Background: an optimization exercise with open tools, aiming at small area and a short achievable clock period. Do not read the settings as production practice. The RTL was checked by simulation tests, not by an equivalence proof against the original design.

## flow/design.v (module list and top-level ports; edited modules follow where they fit)
// module thm_corr_lane: 1275 lines
// module thm_corr_fade: 107 lines
// module thm_corr: 104 lines
module thm_corr (
    input  wire        clk,
    input  wire        rst,         
    input  wire        in_valid,
    input  wire [15:0] in_raw,      
    input  wire [15:0] in_ffc,      
    input  wire        in_ffc_bad,
    input  wire [15:0] in_off_a,    
    input  wire [15:0] in_gain_a,
    input  wire [15:0] in_drift_a,
    input  wire        in_bad_a,
    input  wire [15:0] in_off_b,    
    input  wire [15:0] in_gain_b,
    input  wire [15:0] in_drift_b,
    input  wire        in_bad_b,
    input  wire [15:0] in_t_array,  
    input  wire [15:0] in_t_cal_a,
    input  wire [15:0] in_t_cal_b,
    input  wire [15:0] in_ped_a,
    input  wire [15:0] in_ped_b,
    input  wire [3:0]  in_fade_k,   
    output reg         out_valid,
    output reg  [15:0] out_z,       
    output reg  [15:0] out_z_a,     
    output reg  [15:0] out_z_b,     
    output reg         out_bad_a,   
    output reg         out_bad_b    
);
  // ...
==> flow/flow/run.sh <==
#!/bin/bash
# The standard layout (standard.sh) with two changes:
#  - Yosys's quick ABC pass inside "synth" is turned off (synth -noabc), so
#    that extract_fa sees the full-adder trees of the RTL as written;
#  - the port buffers are sky130_fd_sc_hd__buf_1 (every port still gets one).
# make's full output goes to standard.log; each ORFS step logs under orfs/logs.
set -euo pipefail
export SYNTH_ARGS="-noabc"
export BUFFER_PORTS_ARGS="-buffer_cell sky130_fd_sc_hd__buf_1"
bash standard.sh > standard.log 2>&1
==> flow/standard.sh <==
#!/bin/bash
# synth_recipe.tcl (not shown) runs the flow's synth.tcl, then flattens the netlist and writes it again
# the make line also repeats each setting of config.mk as NAME=value (left out here)
make -C /OpenROAD-flow-scripts/flow DESIGN_CONFIG=/design/flow/config.mk WORK_HOME=/design/flow/orfs CLKGATE_MAP_FILE= SYNTH_SCRIPT=/design/flow/synth_recipe.tcl "${@:-finish}"
==> flow/config.mk <==
export PLATFORM = sky130hd
export DESIGN_NAME = thm_corr
export DESIGN_NICKNAME = thm_corr
export VERILOG_FILES = /design/flow/design.v
export SDC_FILE = /design/flow/constraint.sdc
export NUM_CORES = 4
export LEC_CHECK = 0
export CAP_MARGIN = 20
export CORE_MARGIN = 2
export CORE_UTILIZATION = 40
export SLEW_MARGIN = 20
==> flow/constraint.sdc <==
create_clock -name core_clock -period 35.0 [get_ports {clk}]
set_input_delay 7.0000 -clock core_clock [delete_from_list [all_inputs] [get_ports {clk}]]
set_output_delay 7.0000 -clock core_clock [all_outputs]
set_load 0.01 [all_outputs]
==> results.cfg, run 1 <==
[routing]
drt_iter0_drc = 2647
wl_met2_um = 56600
wl_met3_um = 9890
avgRoutedWirePerCell_um = 21.5
top_layer = met5

[timing]
finalHoldViolCount = 0
slew_viol_final = 0
rsz0062_at_grt = false

[yosys]
syn_inst = 4434
synth_async_sr_flop_share_pct = 0
yosys.area_share.adder_pct = 39.2
synthTopCellsByArea = fa_1 (29%), dfxtp_1 (19%), xnor2_1 (12%)
synth_compound_area_share_pct = 16.0

[outcome]
status = timing/DRC/antenna clean

[cells_and_area]
nFillCells = 10750
multi_input_area_share_pct = 69.9
final_cell_mix = fa_1 (661), xnor2_1 (594), dfxtp_1 (424), ha_1 (355), inv_1 (296)
seq_cells = 424
num_antenna_cells = 4

[placement]
routabilityCongestion = 0.952
dp_cells = 6022
dp.final_hpwl_um = 107000

[clock_network]
cts_buffer_depth = 3
holdBufCountCts = 0
clock_sinks = 424
cts_root_buf = clkbuf_16

[global_route]
grt_overflow = 0
grtUsageMet2_pct = 34.7
antenna_found_initial = 6
grt.met1_usage_pct = 32.7

[floorplanning]
tapCellCount = 1500
core_area_um2 = 112000
num_io_pins = 269

[critical_path]
crit_top_cell = a21o_1
==> module thm_corr, before the edit <==
module thm_corr (
    input  wire        clk,
    input  wire        rst,         
    input  wire        in_valid,
    input  wire [15:0] in_raw,      
    input  wire [15:0] in_ffc,      
    input  wire        in_ffc_bad,
    input  wire [15:0] in_off_a,    
    input  wire [15:0] in_gain_a,
    input  wire [15:0] in_drift_a,
    input  wire        in_bad_a,
    input  wire [15:0] in_off_b,    
    input  wire [15:0] in_gain_b,
    input  wire [15:0] in_drift_b,
    input  wire        in_bad_b,
    input  wire [15:0] in_t_array,  
    input  wire [15:0] in_t_cal_a,
    input  wire [15:0] in_t_cal_b,
    input  wire [15:0] in_ped_a,
    input  wire [15:0] in_ped_b,
    input  wire [3:0]  in_fade_k,   
    output reg         out_valid,
    output reg  [15:0] out_z,       
    output reg  [15:0] out_z_a,     
    output reg  [15:0] out_z_b,     
    output reg         out_bad_a,   
    output reg         out_bad_b    
);
    reg        s1_valid;
    reg [15:0] s1_raw, s1_ffc_n, s1_off_a_n, s1_gain_a, s1_drift_a, s1_off_b_n, s1_gain_b, s1_drift_b;
    reg [15:0] s1_t_array, s1_t_cal_a, s1_t_cal_b, s1_ped_a, s1_ped_b;
    reg        s1_bad_a, s1_bad_b;
    reg [3:0]  s1_k;
    always @(posedge clk) begin
        if (rst) s1_valid <= 1'b0;
        else     s1_valid <= in_valid;
        s1_raw     <= in_raw;
        s1_ffc_n   <= {in_ffc[15], ~in_ffc[14:0]};
        s1_off_a_n <= {in_off_a[15], ~in_off_a[14:0]};
        s1_gain_a  <= in_gain_a;
        s1_drift_a <= in_drift_a;
        s1_off_b_n <= {in_off_b[15], ~in_off_b[14:0]};
        s1_gain_b  <= in_gain_b;
        s1_drift_b <= in_drift_b;
        s1_t_array <= in_t_array;
        s1_t_cal_a <= in_t_cal_a;
        s1_t_cal_b <= in_t_cal_b;
        s1_ped_a   <= in_ped_a;
        s1_ped_b   <= in_ped_b;
        s1_bad_a   <= in_bad_a | in_ffc_bad;
        s1_bad_b   <= in_bad_b | in_ffc_bad;
        s1_k       <= (in_fade_k > 4'd8) ? 4'd8 : in_fade_k;
    end
    reg        s2_valid, s3_valid;
    reg [15:0] s2_gain_a, s2_gain_b, s2_ped_a, s2_ped_b;
    reg        s2_bad_a, s2_bad_b, s3_bad_a, s3_bad_b;
    reg [3:0]  s2_k, s3_k;
    always @(posedge clk) begin
        if (rst) begin
            s2_valid <= 1'b0;
            s3_valid <= 1'b0;
        end else begin
            s2_valid <= s1_valid;
            s3_valid <= s2_valid;
        end
        s2_gain_a <= s1_gain_a;
        s2_gain_b <= s1_gain_b;
        s2_ped_a  <= s1_ped_a;
        s2_ped_b  <= s1_ped_b;
        s2_bad_a  <= s1_bad_a;
        s2_bad_b  <= s1_bad_b;
        s2_k      <= s1_k;
        s3_bad_a  <= s2_bad_a;
        s3_bad_b  <= s2_bad_b;
        s3_k      <= s2_k;
    end
    wire [15:0] zr_a, zr_b;
    wire        zu_a, zo_a, zu_b, zo_b;
    thm_corr_lane u_lane_a (
        .clk(clk),
        .raw(s1_raw), .ffc_n(s1_ffc_n), .offset_n(s1_off_a_n), .drift(s1_drift_a),
        .t_array(s1_t_array), .t_cal(s1_t_cal_a),
        .gain(s2_gain_a), .pedestal(s2_ped_a), .zr(zr_a), .zu(zu_a), .zo(zo_a)
    );
    thm_corr_lane u_lane_b (
        .clk(clk),
        .raw(s1_raw), .ffc_n(s1_ffc_n), .offset_n(s1_off_b_n), .drift(s1_drift_b),
        .t_array(s1_t_array), .t_cal(s1_t_cal_b),
        .gain(s2_gain_b), .pedestal(s2_ped_b), .zr(zr_b), .zu(zu_b), .zo(zo_b)
    );
    wire [15:0] z_a = zu_a ? 16'h0000 : zo_a ? 16'hFFFF : zr_a;
    wire [15:0] z_b = zu_b ? 16'h0000 : zo_b ? 16'hFFFF : zr_b;
    wire [15:0] z_f;
    thm_corr_fade u_fade (.za(z_a), .zb(z_b), .k(s3_k), .z(z_f));
    always @(posedge clk) begin
        if (rst) out_valid <= 1'b0;
        else     out_valid <= s3_valid;
        out_z     <= z_f;
        out_z_a   <= z_a;
        out_z_b   <= z_b;
        out_bad_a <= s3_bad_a;
        out_bad_b <= s3_bad_b;
    end
endmodule
==> run 2, diff against run 1 <==
--- a/flow/design.v
+++ b/flow/design.v
@@ -1,23 +1,26 @@
 module thm_corr_lane (
     input  wire        clk,
     input  wire [15:0] raw,
     input  wire [15:0] ffc_n,      
     input  wire [15:0] offset_n,   
     input  wire [15:0] drift,      
-    input  wire [15:0] t_array,    
-    input  wire [15:0] t_cal,      
+    input  wire [8:0]  ndt_lo,
+    input  wire        ndt_b,
+    input  wire [6:0]  t_cal_hi,
+    input  wire [6:0]  t_array_hi,
     input  wire [15:0] gain,       
     input  wire [15:0] pedestal,   
     output reg  [15:0] zr,
     output reg         zu,         
     output reg         zo          
 );
-    wire [16:0] ndt  = {t_cal[15], t_cal} - {t_array[15], t_array};    
+    wire [7:0]  ndt_hi = {t_cal_hi[6], t_cal_hi} - {t_array_hi[6], t_array_hi} - {7'd0, ndt_b};
+    wire [16:0] ndt  = {ndt_hi, ndt_lo};    
     wire        dpos = drift[15] ^ ndt[16];
     wire        dneg = ~dpos;    
     wire mb_one0 = drift[0] ^ 1'b0;
     wire mb_two0 = (drift[1] & ~drift[0] & ~1'b0) | (~drift[1] & drift[0] & 1'b0);
     wire mb_neg0 = drift[1] & ~(drift[0] & 1'b0);
     wire mb_pos0 = ~drift[1] | (drift[0] & 1'b0);
     wire mb_zero0 = ~(mb_one0 | mb_two0);
     wire [17:-1] mb_xs0 = {ndt[16], ndt[16], ndt[15], ndt[14], ndt[13], ndt[12], ndt[11], ndt[10], ndt[9], ndt[8], ndt[7], ndt[6], ndt[5], ndt[4], ndt[3], ndt[2], ndt[1], ndt[0], 1'b0} ^ {19{mb_neg0}};
@@ -1405,33 +1408,38 @@
     output reg  [15:0] out_z,       
     output reg  [15:0] out_z_a,     
     output reg  [15:0] out_z_b,     
     output reg         out_bad_a,   
     output reg         out_bad_b    
 );
     reg        s1_valid;
     reg [15:0] s1_raw, s1_ffc_n, s1_off_a_n, s1_gain_a, s1_drift_a, s1_off_b_n, s1_gain_b, s1_drift_b;
-    reg [15:0] s1_t_array, s1_t_cal_a, s1_t_cal_b, s1_ped_a, s1_ped_b;
+    reg [15:0] s1_ped_a, s1_ped_b;
+    reg [8:0]  s1_ndt_lo_a, s1_ndt_lo_b;
+    reg        s1_ndt_b_a, s1_ndt_b_b;
+    reg [6:0]  s1_t_array_hi, s1_t_cal_hi_a, s1_t_cal_hi_b;
     reg        s1_bad_a, s1_bad_b;
     reg [3:0]  s1_k;
     always @(posedge clk) begin
         if (rst) s1_valid <= 1'b0;
         else     s1_valid <= in_valid;
         s1_raw     <= in_raw;
         s1_ffc_n   <= {in_ffc[15], ~in_ffc[14:0]};
         s1_off_a_n <= {in_off_a[15], ~in_off_a[14:0]};
         s1_gain_a  <= in_gain_a;
         s1_drift_a <= in_drift_a;
         s1_off_b_n <= {in_off_b[15], ~in_off_b[14:0]};
         s1_gain_b  <= in_gain_b;
         s1_drift_b <= in_drift_b;
-        s1_t_array <= in_t_array;
-        s1_t_cal_a <= in_t_cal_a;
-        s1_t_cal_b <= in_t_cal_b;
+        {s1_ndt_b_a, s1_ndt_lo_a} <= {1'b0, in_t_cal_a[8:0]} - {1'b0, in_t_array[8:0]};
+        {s1_ndt_b_b, s1_ndt_lo_b} <= {1'b0, in_t_cal_b[8:0]} - {1'b0, in_t_array[8:0]};
+        s1_t_array_hi <= in_t_array[15:9];
+        s1_t_cal_hi_a <= in_t_cal_a[15:9];
+        s1_t_cal_hi_b <= in_t_cal_b[15:9];
         s1_ped_a   <= in_ped_a;
         s1_ped_b   <= in_ped_b;
         s1_bad_a   <= in_bad_a | in_ffc_bad;
         s1_bad_b   <= in_bad_b | in_ffc_bad;
         s1_k       <= (in_fade_k > 4'd8) ? 4'd8 : in_fade_k;
     end
     reg        s2_valid, s3_valid;
     reg [15:0] s2_gain_a, s2_gain_b, s2_ped_a, s2_ped_b;
@@ -1456,23 +1464,23 @@
         s3_bad_b  <= s2_bad_b;
         s3_k      <= s2_k;
     end
     wire [15:0] zr_a, zr_b;
     wire        zu_a, zo_a, zu_b, zo_b;
     thm_corr_lane u_lane_a (
         .clk(clk),
         .raw(s1_raw), .ffc_n(s1_ffc_n), .offset_n(s1_off_a_n), .drift(s1_drift_a),
-        .t_array(s1_t_array), .t_cal(s1_t_cal_a),
+        .ndt_lo(s1_ndt_lo_a), .ndt_b(s1_ndt_b_a), .t_cal_hi(s1_t_cal_hi_a), .t_array_hi(s1_t_array_hi),
         .gain(s2_gain_a), .pedestal(s2_ped_a), .zr(zr_a), .zu(zu_a), .zo(zo_a)
     );
     thm_corr_lane u_lane_b (
         .clk(clk),
         .raw(s1_raw), .ffc_n(s1_ffc_n), .offset_n(s1_off_b_n), .drift(s1_drift_b),
-        .t_array(s1_t_array), .t_cal(s1_t_cal_b),
+        .ndt_lo(s1_ndt_lo_b), .ndt_b(s1_ndt_b_b), .t_cal_hi(s1_t_cal_hi_b), .t_array_hi(s1_t_array_hi),
         .gain(s2_gain_b), .pedestal(s2_ped_b), .zr(zr_b), .zu(zu_b), .zo(zo_b)
     );
     wire [15:0] z_a = zu_a ? 16'h0000 : zo_a ? 16'hFFFF : zr_a;
     wire [15:0] z_b = zu_b ? 16'h0000 : zo_b ? 16'hFFFF : zr_b;
     wire [15:0] z_f;
     thm_corr_fade u_fade (.za(z_a), .zb(z_b), .k(s3_k), .z(z_f));
     always @(posedge clk) begin
         if (rst) out_valid <= 1'b0;
==> flow/config.mk (replaced) <==
export PLATFORM = sky130hd
export DESIGN_NAME = thm_corr
export DESIGN_NICKNAME = thm_corr
export VERILOG_FILES = /design/flow/design.v
export SDC_FILE = /design/flow/constraint.sdc
export NUM_CORES = 4
export LEC_CHECK = 0
export CAP_MARGIN = 20
export CORE_MARGIN = 2
export CORE_UTILIZATION = 65
export PLACE_DENSITY = 0.75
export SLEW_MARGIN = 20
==> run 2 against run 1 <==
Net effect: largest cell class unchanged; first-iteration DRC count up 7.4%; highest routed layer unchanged; cell count down 10%; worst hold slack worse by 0.022 ns; utilization up 26 points; via count up 0.37%; worst setup slack better by 0.16 ns; flip-flop and latch count down 7.
==> results.cfg, run 2 <==
[floorplanning]
rows = 96
dieWidth_um = 266
initial_core_util_pct = 65.3
die_height_um = 266
core_area_um2 = 68300
dieArea_um2 = 70800
num_io_pins = 269

[yosys]
synth_area_um2 = 44600
yosys-top-cells-count = fa_1 (665), xnor2_1 (592), dfxtp_1 (417)
synth_async_sr_flop_share_pct = 0
synth_flop_cell = dfxtp_1
synthDominantCellAreaShare_pct = 29.8
yosysMostFrequentCell = fa_1
yosysWarnings = 2
yosys.area.top_type = fa_1
synthTopCellsByArea = fa_1 (30%), dfxtp_1 (19%), xnor2_1 (12%)
ys_ff_latch = 417
syn_nets = 5695
syn_inst = 4445
ys_seq_area_share_pct = 18.7
syn_area_per_cell_um2 = 10.0
synth_edf_count = 0
ys_types = 78

[cells_and_area]
fin_nets = 5810
top_regs = u_lane_a.diff x21, u_lane_b.diff x21
postLayoutCoreUtil_pct = 69.9
layout-drive-gt1-share_pct = 4.28
final_cell_mix = fa_1 (665), xnor2_1 (592), dfxtp_1 (417), o22ai_1 (413), ha_1 (367)
layout_commonest_cell = fa_1
stdcell_area_um2 = 47800
syn_to_final_growth_pct = 7.06
stdcell_count = 5481

[routing]
drt_iter0_drc = 2844
firstDrtPassIters = 8
vias_per_cell = 6.13
antenna_left = 0
drc = 0
routed_wl_um = 120000
avgRoutedWirePerCell_um = 21.9
vias = 33586

[critical_path]
worstPathMaxFanout = 3
arrival_ns = 9.10
critical_path.max_stage_delay_ns = 0.30
cp_slowest_cell = ha_1
start_kind = input port
path_cells = buf_1 > inv_1 > ha_1 > nor2b_1 > o21ai_0 > nand2b_1 > a21o_1 > a21o_1 > a21o_1 > a21o_1 > a21o_1 > a21oi_1
cp.buffers_inverters = 2
crit_top_cell = a21o_1
critical_path_class = in2reg
critPathTopFamily = compound AO/OA/AOI/OAI gates
end_kind = flop
cp.required_ns = 35.54

[clock_network]
clkTransAtPathRegs_ns = 0.06
clock_sinks = 417
cts_root_buf = clkbuf_16
cts_buffer_depth = 3
cts_tree = built
holdBufCountCts = 0
cts_buffers = 46
cts_resized = 0
h-tree-depth = 2
clkLatencyLatePin_ns = 0.62
post-cts-setup-buffers = 0

[global_route]
antenna_found_initial = 3
grt_max_degree = 48
grt_overflow = 0
grt_pass1_vias = 34605
grt_pass1_wl_um = 189000
grt_use_total_pct = 34.4

[placement]
placed_area_um2 = 46200
place_ws_ns = 25.82
routabilityCongestion = 0.956
dp_cells = 5394
dp.final_hpwl_um = 96500
io_buffers = 268

[timing]
finalHoldViolCount = 0
relSlewSlack_pct = 26.6
setup-tns-final_ns = 0
fin_ws_ns = 26.43
max_freq_ghz = 0.117
fin_crit_sh_pct = 24.5
slew_viol_final = 0
period_needed_ns = 8.57
worst_pin_slew_ns = 1.10
finalSetupViolations = 0
clock_skew_ns = 0.0467
rsz0062_at_grt = false

[outcome]
status = timing/DRC/antenna clean

[flow_run]
cap_violations = 0

[hold_path]
hp-class = reg2reg
==> run 2: changes by cell type after synthesis, moves of 9 or more <==
cell / change
a21o_1: -21
a21oi_1: -19
a22o_1: -147
ha_1: +12
inv_1: +28
mux2_2: -11
nand2b_1: +9
o21ai_0: +22
o22ai_1: +132
xor2_1: +9
==> run 2: layout make-up <==
| cell class | instances | area, um^2 |
|---|---|---|
| Sequential cell | 417 | 8350 |
| Timing Repair Buffer | 327 | 1450 |
| Fill cell | 5334 | 20600 |
| Clock inverter | 30 | 310 |
| Inverter | 347 | 1300 |
| Clock buffer | 56 | 1260 |
| Tap cell | 882 | 1100 |
| Multi-Input combinational cell | 3421 | 34000 |
| Antenna cell | 1 | 2.50 |
==> run 2: kinds of logic (layout without fill, tap and decap cells) <==
group	Yosys count	count (layout)	synth area share, %
compound gates	1009	1009	14.6
xor+xnor	635	635	12.5
fa+ha+maj	1032	1032	40.1
buf+inv	607	760	5.12
flops	417	417	18.7
mux	44	44	1.05
other cells	0	1	0
simple gates	701	701	7.96
==> run 2: final timing paths <==
path         cells past startpoint                end             start  slack (ns)
max                             12         s1_ndt_b_b     in_t_array[1]       26.43
min                              0       s2_gain_a[9]      s1_gain_a[9]        0.29
max reg2reg                     29  u_lane_b.diff[20]  s1_t_array_hi[0]       27.14
min reg2reg                      0       s2_gain_a[9]      s1_gain_a[9]        0.29
==> run 2: metrics by stage <==
stage / hold slack (ns)
6_report: 0.294
5_1_grt: 0.312
4_1_cts: 0.294
3_5_place_dp: 0.312
3_3_place_gp: 0.310
2_1_floorplan: 0.310
==> run 2: worst register-to-register path, delay by kind of cell (launching register included) <==
kind	cells	cell delay, ns
AOI/OAI and AO/OA	12	2.52
adders and majority gates	9	3.82
DFF	1	0.44
and+or+nand+nor	5	0.53
buffers and inverters	3	0.50
==> run 2: per-layer routing <==
metal,routed length (um),track usage [%]
met1,48200,44.8
met2,56400,57.4
met3,10600,6.44
met4,4610,12.5
met5,23,0
==> run 3, diff against run 2 <==
--- a/flow/config.mk
+++ b/flow/config.mk
@@ -9,4 +9,3 @@
 export CORE_MARGIN = 2
-export CORE_UTILIZATION = 65
-export PLACE_DENSITY = 0.75
+export CORE_UTILIZATION = 40
 export SLEW_MARGIN = 20
==> run 3 against run 2 <==
Net effect: cell area is 1.7% higher; register-to-register slack worse by 0.02 ns; critical path depth stayed put; maximum frequency is 0.98% higher; still clean; routed wire length is 5.6% higher.
==> results.cfg, run 3 <==
[outcome]
status = timing/DRC/antenna clean

[yosys]
synth_area_um2 = 44600
ys_ff_latch = 417
ys_seq_area_share_pct = 18.7
yosysWarnings = 2
yosys.area.top_type = fa_1
syn_inst = 4445
synth_flop_cell = dfxtp_1
yosysMostFrequentCell = fa_1
synthDominantCellAreaShare_pct = 29.8
synthTopCellsByArea = fa_1 (30%), dfxtp_1 (19%), xnor2_1 (12%)
ys_types = 78
syn_area_per_cell_um2 = 10.0
synth_async_sr_flop_share_pct = 0
synth_edf_count = 0
syn_nets = 5695
yosys-top-cells-count = fa_1 (665), xnor2_1 (592), dfxtp_1 (417)

[routing]
routed_wl_um = 127000
wl_met2_um = 56700
wl_met1_um = 55800
drt_iter0_drc = 2511
vias_per_cell = 5.40
wl_met3_um = 9790
top_layer = met5
antenna_left = 0
firstDrtPassIters = 6
drc = 0
vias = 32863
avgRoutedWirePerCell_um = 20.8

[critical_path]
reg2reg_depth = 31
worstPathMaxFanout = 3
end_kind = flop
start_kind = input port
reg2reg_slack_ns = 27.12
arrival_ns = 9.07
r2r-end = u_lane_b.diff[20]
cp.required_ns = 35.59
reg2reg_from = s1_t_array_hi[0]
critical_path_class = in2reg

[hold_path]
worstHoldStart = s1_k[1]
hold_end = s2_k[1]
min_path_cells = 0
hp-class = reg2reg

[cells_and_area]
fin_nets = 5808
top_regs = u_lane_a.diff x21, u_lane_b.diff x21
regArea_um2 = 8350
nFillCells = 10641
stdcell_area_um2 = 48600
final_cell_mix = fa_1 (665), xnor2_1 (591), dfxtp_1 (417), o22ai_1 (413), ha_1 (367)
syn_to_final_growth_pct = 8.91
layout_commonest_cell = fa_1
layout-drive-gt1-share_pct = 4.29
multiInputGateArea_um2 = 34000

[global_route]
grt_overflow = 0
grt_pass1_wl_um = 196000
grt_max_degree = 48
grt_pass1_vias = 33656
grt_use_total_pct = 22.4
antenna_found_initial = 8

[clock_network]
cts_buffer_depth = 3
holdBufCountCts = 0
clkLatencyLatePin_ns = 0.66
clock_sinks = 417
cts_resized = 0
h-tree-depth = 2
clkTransAtPathRegs_ns = 0.06
cts_root_buf = clkbuf_16
cts_tree = built
post-cts-setup-buffers = 0
cts_buffers = 48

[timing]
rsz0062_at_grt = false
period_needed_ns = 8.48
setup-tns-final_ns = 0
worst_pin_slew_ns = 1.08
clock_skew_ns = 0.0483
fin_crit_sh_pct = 24.2
max_freq_ghz = 0.118
relSlewSlack_pct = 28.0
finalHoldViolCount = 0
finalSetupViolations = 0
slew_viol_final = 0

[floorplanning]
initial_core_util_pct = 40.3
core_area_um2 = 111000
rows = 122
die_height_um = 338
num_io_pins = 269
dieArea_um2 = 114000
dieWidth_um = 338

[placement]
routabilityCongestion = 0.939
dp.final_hpwl_um = 103000
placed_area_um2 = 46900
io_buffers = 268

[flow_run]
cap_violations = 0
-- run 3: cell type report --
type	count	share of cell area (%)
inverters	347	2.68
diodes	1	0.00515
clock inverters	28	0.685
clock buffers	60	2.73
multi-input cells	3421	70.0
repair buffers	323	2.92
well taps	1488	3.83
flip-flops and latches	417	17.2
-- run 3: logic make-up after synthesis --
group | Yosys count | share of synthesized area, %
AO/OA/AOI/OAI | 1009 | 14.6
XOR/XNOR | 635 | 12.5
adder cells (fa/ha/maj) | 1032 | 40.1
buffers and inverters | 607 | 5.12
flip-flops | 417 | 18.7
multiplexers | 44 | 1.05
AND/OR/NAND/NOR | 701 | 7.96
-- run 3: metrics by stage --
stage / hold WS (ns) / util, % / worst slack [ns] / cells
final: 0.299 / 43.9 / 26.52 / 6085
after global routing: 0.312 / 43.9 / 26.41 / 6084
after CTS: 0.310 / 43.9 / 26.56 / 6084
after detailed placement: 0.312 / 42.4 / 25.84 / 5996
after global placement: 0.312 / 42.4 / 25.87 / 5996
after floorplan: 0.310 / - / 26.31 / 4445
-- run 3: worst max-delay path by stage --
| stage | startpoint | end | slack [ns] | depth (start not counted) |
|---|---|---|---|---|
| floorplan | in_t_array[1] | s1_ndt_b_b | 26.31 | 11 |
| global placement | in_t_array[1] | s1_ndt_b_b | 25.87 | 12 |
| detailed placement | in_t_array[1] | s1_ndt_b_b | 25.84 | 12 |
| CTS | in_t_array[1] | s1_ndt_b_b | 26.56 | 12 |
| global route | in_t_array[1] | s1_ndt_b_a | 26.41 | 13 |
| finish | in_t_array[1] | s1_ndt_b_b | 26.52 | 12 |
-- run 3: worst max-delay path, cell delays in order --
cell and delay [ns]:
buf_1 0.21, inv_1 0.10, ha_1 0.29, nor2b_1 0.12, o21ai_0 0.16, nand2b_1 0.11, a21o_1 0.19, a21o_1 0.19
a21o_1 0.18, a21o_1 0.19, a21o_1 0.18, a21oi_1 0.14
-- run 3: metal layers --
metal,global-route usage (%),vias to the layer above
li1,-,15370
met1,30.7,16032
met5,0,-
met2,35.4,1235
met4,7.12,10
met3,4.36,216
==> run 4, diff against run 3 <==
--- a/flow/config.mk
+++ b/flow/config.mk
@@ -11 +11,3 @@
 export SLEW_MARGIN = 20
+export SYNTH_HIERARCHICAL = 1
+export SYNTH_MINIMUM_KEEP_SIZE = 0
==> run 4 against run 3 <==
Net effect: flip-flop and latch count did not move; first-iteration DRC count fell by 0.16%; area after synthesis rose by 2.9%; critical endpoint is now out_z_a[8]; highest routed layer is now met4.
==> results.cfg, run 4 <==
[outcome]
status = timing/DRC/antenna clean

[global_route]
grt_use_total_pct = 22.1
grt_max_degree = 48
grt_overflow = 0
grt_pass1_wl_um = 203000
grt_pass1_vias = 35217
antenna_found_initial = 0

[placement]
place_ws_ns = 26.29
dp.final_hpwl_um = 108000
io_buffers = 268
placed_area_um2 = 48100
routabilityCongestion = 0.930

[critical_path]
path_cells = buf_1
cp.required_ns = 28.00
start_kind = flop
reg2reg_slack_ns = 27.30
worstPathMaxFanout = 1
cp.buffers_inverters = 1
critical_path_class = reg2out
critical_path.max_stage_delay_ns = 0.32
critPathTopFamily = flip-flops
end_kind = output pin
cp_slowest_cell = dfxtp_1
arrival_ns = 1.09

[cells_and_area]
top_regs = u_lane_a.diff x21, u_lane_b.diff x21
layout-drive-gt1-share_pct = 5.37
syn_to_final_growth_pct = 8.67
num_antenna_cells = 0
layout_commonest_cell = fa_1
multiInputGateArea_um2 = 35500
fin_nets = 5928
regArea_um2 = 8350
stdcell_area_um2 = 49900
final_cell_mix = fa_1 (665), xnor2_1 (587), dfxtp_1 (417), o22ai_1 (415), ha_1 (370)
nFillCells = 11112

[floorplanning]
num_io_pins = 269
die_height_um = 343
rows = 124
dieArea_um2 = 118000
initial_core_util_pct = 40.2
dieWidth_um = 343
core_area_um2 = 114000

[routing]
antenna_left = 0
vias = 34109
firstDrtPassIters = 6
routed_wl_um = 130000
drt_iter0_drc = 2507
drc = 0
avgRoutedWirePerCell_um = 20.8
vias_per_cell = 5.48

[flow_run]
cap_violations = 0

[yosys]
synth_area_um2 = 45900
yosysMostFrequentCell = fa_1
yosys.area.top_type = fa_1
yosys.area_share.adder_pct = 39.1
ys_types = 83
synth_top_family_by_area = adder cells
synth_edf_count = 0
synthTopCellsByArea = fa_1 (29%), dfxtp_1 (18%), xnor2_1 (11%)
synth_async_sr_flop_share_pct = 0
syn_nets = 5834
synth-xor-area-share_pct = 12.4
ys_ff_latch = 417
synth_flop_cell = dfxtp_1
syn_inst = 4581
ys_seq_area_share_pct = 18.2
yosys-top-cells-count = fa_1 (665), xnor2_1 (587), dfxtp_1 (417)
syn_area_per_cell_um2 = 10.0
synthDominantCellAreaShare_pct = 29.0
yosysWarnings = 8
synth_compound_area_share_pct = 15.7
yosys.area_share.simple_pct = 8.27
synthMuxAreaShare_pct = 1.82

[timing]
clock_skew_ns = 0.0273
slew_viol_final = 0
worst_pin_slew_ns = 1.08
setup-tns-final_ns = 0
rsz0062_at_grt = false
fin_crit_sh_pct = 23.1
fin_ws_ns = 26.91
hold-worst-slack_ns = 0.310
finalHoldViolCount = 0
relSlewSlack_pct = 28.1
period_needed_ns = 8.09
max_freq_ghz = 0.124
finalSetupViolations = 0

[clock_network]
clkTransAtPathRegs_ns = 0.07
post-cts-setup-buffers = 0
h-tree-depth = 2
cts_resized = 0
cts_buffer_depth = 3
holdBufCountCts = 0
clock_sinks = 417
clkLatencyLatePin_ns = 0.63
cts_tree = built
cts_root_buf = clkbuf_16
cts_buffers = 49

[hold_path]
hp-class = reg2reg
## run 4: final timing paths
kind | end | depth (start not counted) | from
max reg2reg | u_lane_b.diff[19] | 30 | s1_t_array_hi[0]
max | out_z_a[8] | 1 | out_z_a[8]
min reg2reg | s2_gain_a[8] | 0 | s1_gain_a[8]
min | s2_gain_a[8] | 0 | s1_gain_a[8]
## run 4: cell families (layout without fill, tap and decap cells)
logic type	count (synthesis)	count (layout)
xor gates and xnor gates	645	645
AOI/OAI and AO/OA	1106	1106
muxes	75	75
and+or+nand+nor	750	750
DFF	417	417
adders and majority gates	1035	1035
buffers and inverters	553	684
## run 4: metal layers
metal,global-route usage [%],wire length [um],vias to the layer above
li1,-,-,16019
met1,30.5,58100,16735
met2,35.7,58900,1187
met3,3.67,9040,168
met4,6.30,3700,0
met5,0,0,-
## run 4: cell type report
| type | count | share of cell area [%] |
|---|---|---|
| Multi-Input combinational cell | 3611 | 71.1 |
| Sequential cell | 417 | 16.7 |
| Tap cell | 1512 | 3.79 |
| Clock buffer | 64 | 2.79 |
| Timing Repair Buffer | 316 | 2.74 |
| Inverter | 280 | 2.11 |
| Clock inverter | 24 | 0.752 |
## run 4: metrics by stage
step | util [%] | std cells
global placement | 42.2 | 6136
global route | 43.7 | 6224
CTS | 43.7 | 6224
finish | 43.7 | 6224
detailed placement | 42.2 | 6136
floorplan | - | 4581
## run 4: per-module statistics from Yosys, one instance, submodules excluded
| module | times used | flops+latches | cells inside | area, um^2 |
|---|---|---|---|---|
| thm_corr_lane | 2 | 40 | 1888 | 17700 |
| thm_corr | 1 | 337 | 565 | 8040 |
| thm_corr_fade | 1 | 0 | 240 | 2440 |
==> run 5, diff against run 4 <==
--- a/flow/config.mk
+++ b/flow/config.mk
@@ -10,4 +10,5 @@
 export CORE_UTILIZATION = 40
+export CTS_BUF_LIST = sky130_fd_sc_hd__clkbuf_8
+export CTS_CLUSTER_DIAMETER = 50
+export CTS_CLUSTER_SIZE = 20
 export SLEW_MARGIN = 20
-export SYNTH_HIERARCHICAL = 1
-export SYNTH_MINIMUM_KEEP_SIZE = 0
==> run 5 against run 4 <==
Net effect: still clean; routed wire length down 2.8%; utilization down 0.24 points.
==> results.cfg, run 5 <==
[timing]
period_needed_ns = 8.41
finalHoldViolCount = 0
slew_viol_final = 0
finalSetupViolations = 0
relSlewSlack_pct = 27.1
setup-tns-final_ns = 0
clock_skew_ns = 0.0442
max_freq_ghz = 0.119
fin_ws_ns = 26.59
worst_pin_slew_ns = 1.09
rsz0062_at_grt = false
fin_crit_sh_pct = 24.0

[routing]
drc = 0
routed_wl_um = 126000
firstDrtPassIters = 5
vias = 32908
drt_iter0_drc = 2441
antenna_left = 0
vias_per_cell = 5.41
avgRoutedWirePerCell_um = 20.7

[global_route]
antenna_found_initial = 9
grt_max_degree = 48
grt_overflow = 0
grt_pass1_vias = 33608
grt_use_total_pct = 22.3
grt_pass1_wl_um = 195000

[floorplanning]
rows = 122
dieWidth_um = 338
initial_core_util_pct = 40.3
die_height_um = 338
num_io_pins = 269
dieArea_um2 = 114000
core_area_um2 = 111000

[critical_path]
arrival_ns = 9.06
reg2reg_from = s1_t_array_hi[0]
start_kind = input port
cp.required_ns = 35.65
critical_path_class = in2reg
worstPathMaxFanout = 3
end_kind = flop
crit_path_start = in_t_array[1]

[placement]
dp.final_hpwl_um = 103000
place_ws_ns = 25.84
placed_area_um2 = 46900
io_buffers = 268
routabilityCongestion = 0.939

[yosys]
yosys-top-cells-count = fa_1 (665), xnor2_1 (592), dfxtp_1 (417)
syn_nets = 5695
synth_flop_cell = dfxtp_1
yosys.area.top_type = fa_1
syn_area_per_cell_um2 = 10.0
synth_edf_count = 0
yosysMostFrequentCell = fa_1
ys_ff_latch = 417
synth_async_sr_flop_share_pct = 0
synthTopCellsByArea = fa_1 (30%), dfxtp_1 (19%), xnor2_1 (12%)
yosysWarnings = 2
ys_seq_area_share_pct = 18.7
synthDominantCellAreaShare_pct = 29.8
syn_inst = 4445
synth_area_um2 = 44600
ys_types = 78

[clock_network]
cts_resized = 0
cts_tree = built
cts_buffer_depth = 3
cts_root_buf = clkbuf_8
holdBufCountCts = 0
clock_sinks = 417
h-tree-depth = 2
post-cts-setup-buffers = 0
clkLatencyLatePin_ns = 0.75
clkTransAtPathRegs_ns = 0.09
cts_buffers = 46

[cells_and_area]
regArea_um2 = 8350
nFillCells = 10699
final_cell_mix = fa_1 (665), xnor2_1 (591), dfxtp_1 (417), o22ai_1 (413), ha_1 (367)
multiInputGateArea_um2 = 34000
layout-drive-gt1-share_pct = 4.27
top_regs = u_lane_a.diff x21, u_lane_b.diff x21
fin_nets = 5806
layout_commonest_cell = fa_1
syn_to_final_growth_pct = 7.80
postLayoutCoreUtil_pct = 43.5
stdcell_area_um2 = 48100

[outcome]
status = timing/DRC/antenna clean

[flow_run]
cap_violations = 0

[hold_path]
hp-class = reg2reg
worstHoldStart = s1_k[1]
[run 5: final cells by class]
class                   instances  area share (%)
flip-flops and latches        417            17.4
repair buffers                323            2.95
clock inverters                34           0.954
well taps                    1488            3.87
inverters                     347            2.71
multi-input cells            3421            70.7
clock buffers                  51            1.46
diodes                          2          0.0104
[run 5: worst paths after layout]
path,slack (ns),end,depth (start not counted)
max,26.59,s1_ndt_b_b,12
min,0.33,s2_k[1],0
max reg2reg,27.11,u_lane_b.diff[20],31
min reg2reg,0.33,s2_k[1],0
[run 5: cells by family (layout without fill, tap and decap cells)]
group	after synthesis	in the layout	synth area share (%)
DFF	417	417	18.7
and+or+nand+nor	701	701	7.96
other	0	2	0
buffers and inverters	607	755	5.12
adders and majority gates	1032	1032	40.1
xor gates and xnor gates	635	635	12.5
muxes	44	44	1.05
AOI/OAI and AO/OA	1009	1009	14.6
[run 5: stage by stage]
step	hold slack (ns)	instances
detailed placement	0.312	5996
global route	0.337	6082
global placement	0.312	5996
floorplan	0.310	4445
finish	0.330	6083
CTS	0.333	6081
[run 5: per-layer routing]
layer	routed length (um)	part of all wire [%]	up-vias	track usage, %
met5	57	0.045	-	0
met4	4140	3.3	10	7.19
met3	9990	7.9	208	4.31
met2	56700	45	1219	35.4
met1	55200	44	16114	30.5
li1	-	-	15357	-
[run 5: worst max-delay path, cell delays in order]
cell      delay [ns]
buf_1           0.21
inv_1           0.10
ha_1            0.29
nor2b_1         0.12
o21ai_0         0.16
nand2b_1        0.11
a21o_1          0.19
a21o_1          0.19
a21o_1          0.18
a21o_1          0.19
a21o_1          0.17
a21oi_1         0.14

## afterwards: timing with drivers on the ports
The results above use ideal ports. As a check the final layouts listed here were re-extracted and re-timed, cells and wires unchanged.
Step 1 assumes that a clkbuf_16 drives the clock port and a buf_2 every other input.
Step 2 adds t to the input delays and takes it off the output delays; t is the mean of the earliest and latest rising clock arrival at the registers after step 1. Input paths then give back, and output paths get back, about the clock's delay inside the block.
Slacks: ideal / step 1 / step 2; pairs: ideal / step 1.
run | shift t [ns] | setup slack, ns | worst hold slack (ns) | clock arrival spread, ns
run 1 | 0.710 | 26.275 / 26.275 / 26.275 | 0.316 / 0.316 / 0.316 | 0.039 / 0.039
run 2 | 0.667 | 26.434 / 26.476 / 25.809 | 0.294 / 0.294 / 0.294 | 0.048 / 0.047
run 3 | 0.708 | 26.517 / 26.565 / 25.858 | 0.299 / 0.299 / 0.299 | 0.054 / 0.053
run 4 | 0.689 | 26.909 / 26.840 / 26.284 | 0.310 / 0.310 / 0.310 | 0.029 / 0.028
run 5 | 0.800 | 26.589 / 26.637 / 25.836 | 0.330 / 0.330 / 0.330 | 0.051 / 0.051
After both steps setup and hold are still met in every run listed. The setup slack of run 5, which loses most, moves by +0.048 ns with the drivers and by -0.753 ns with both steps.
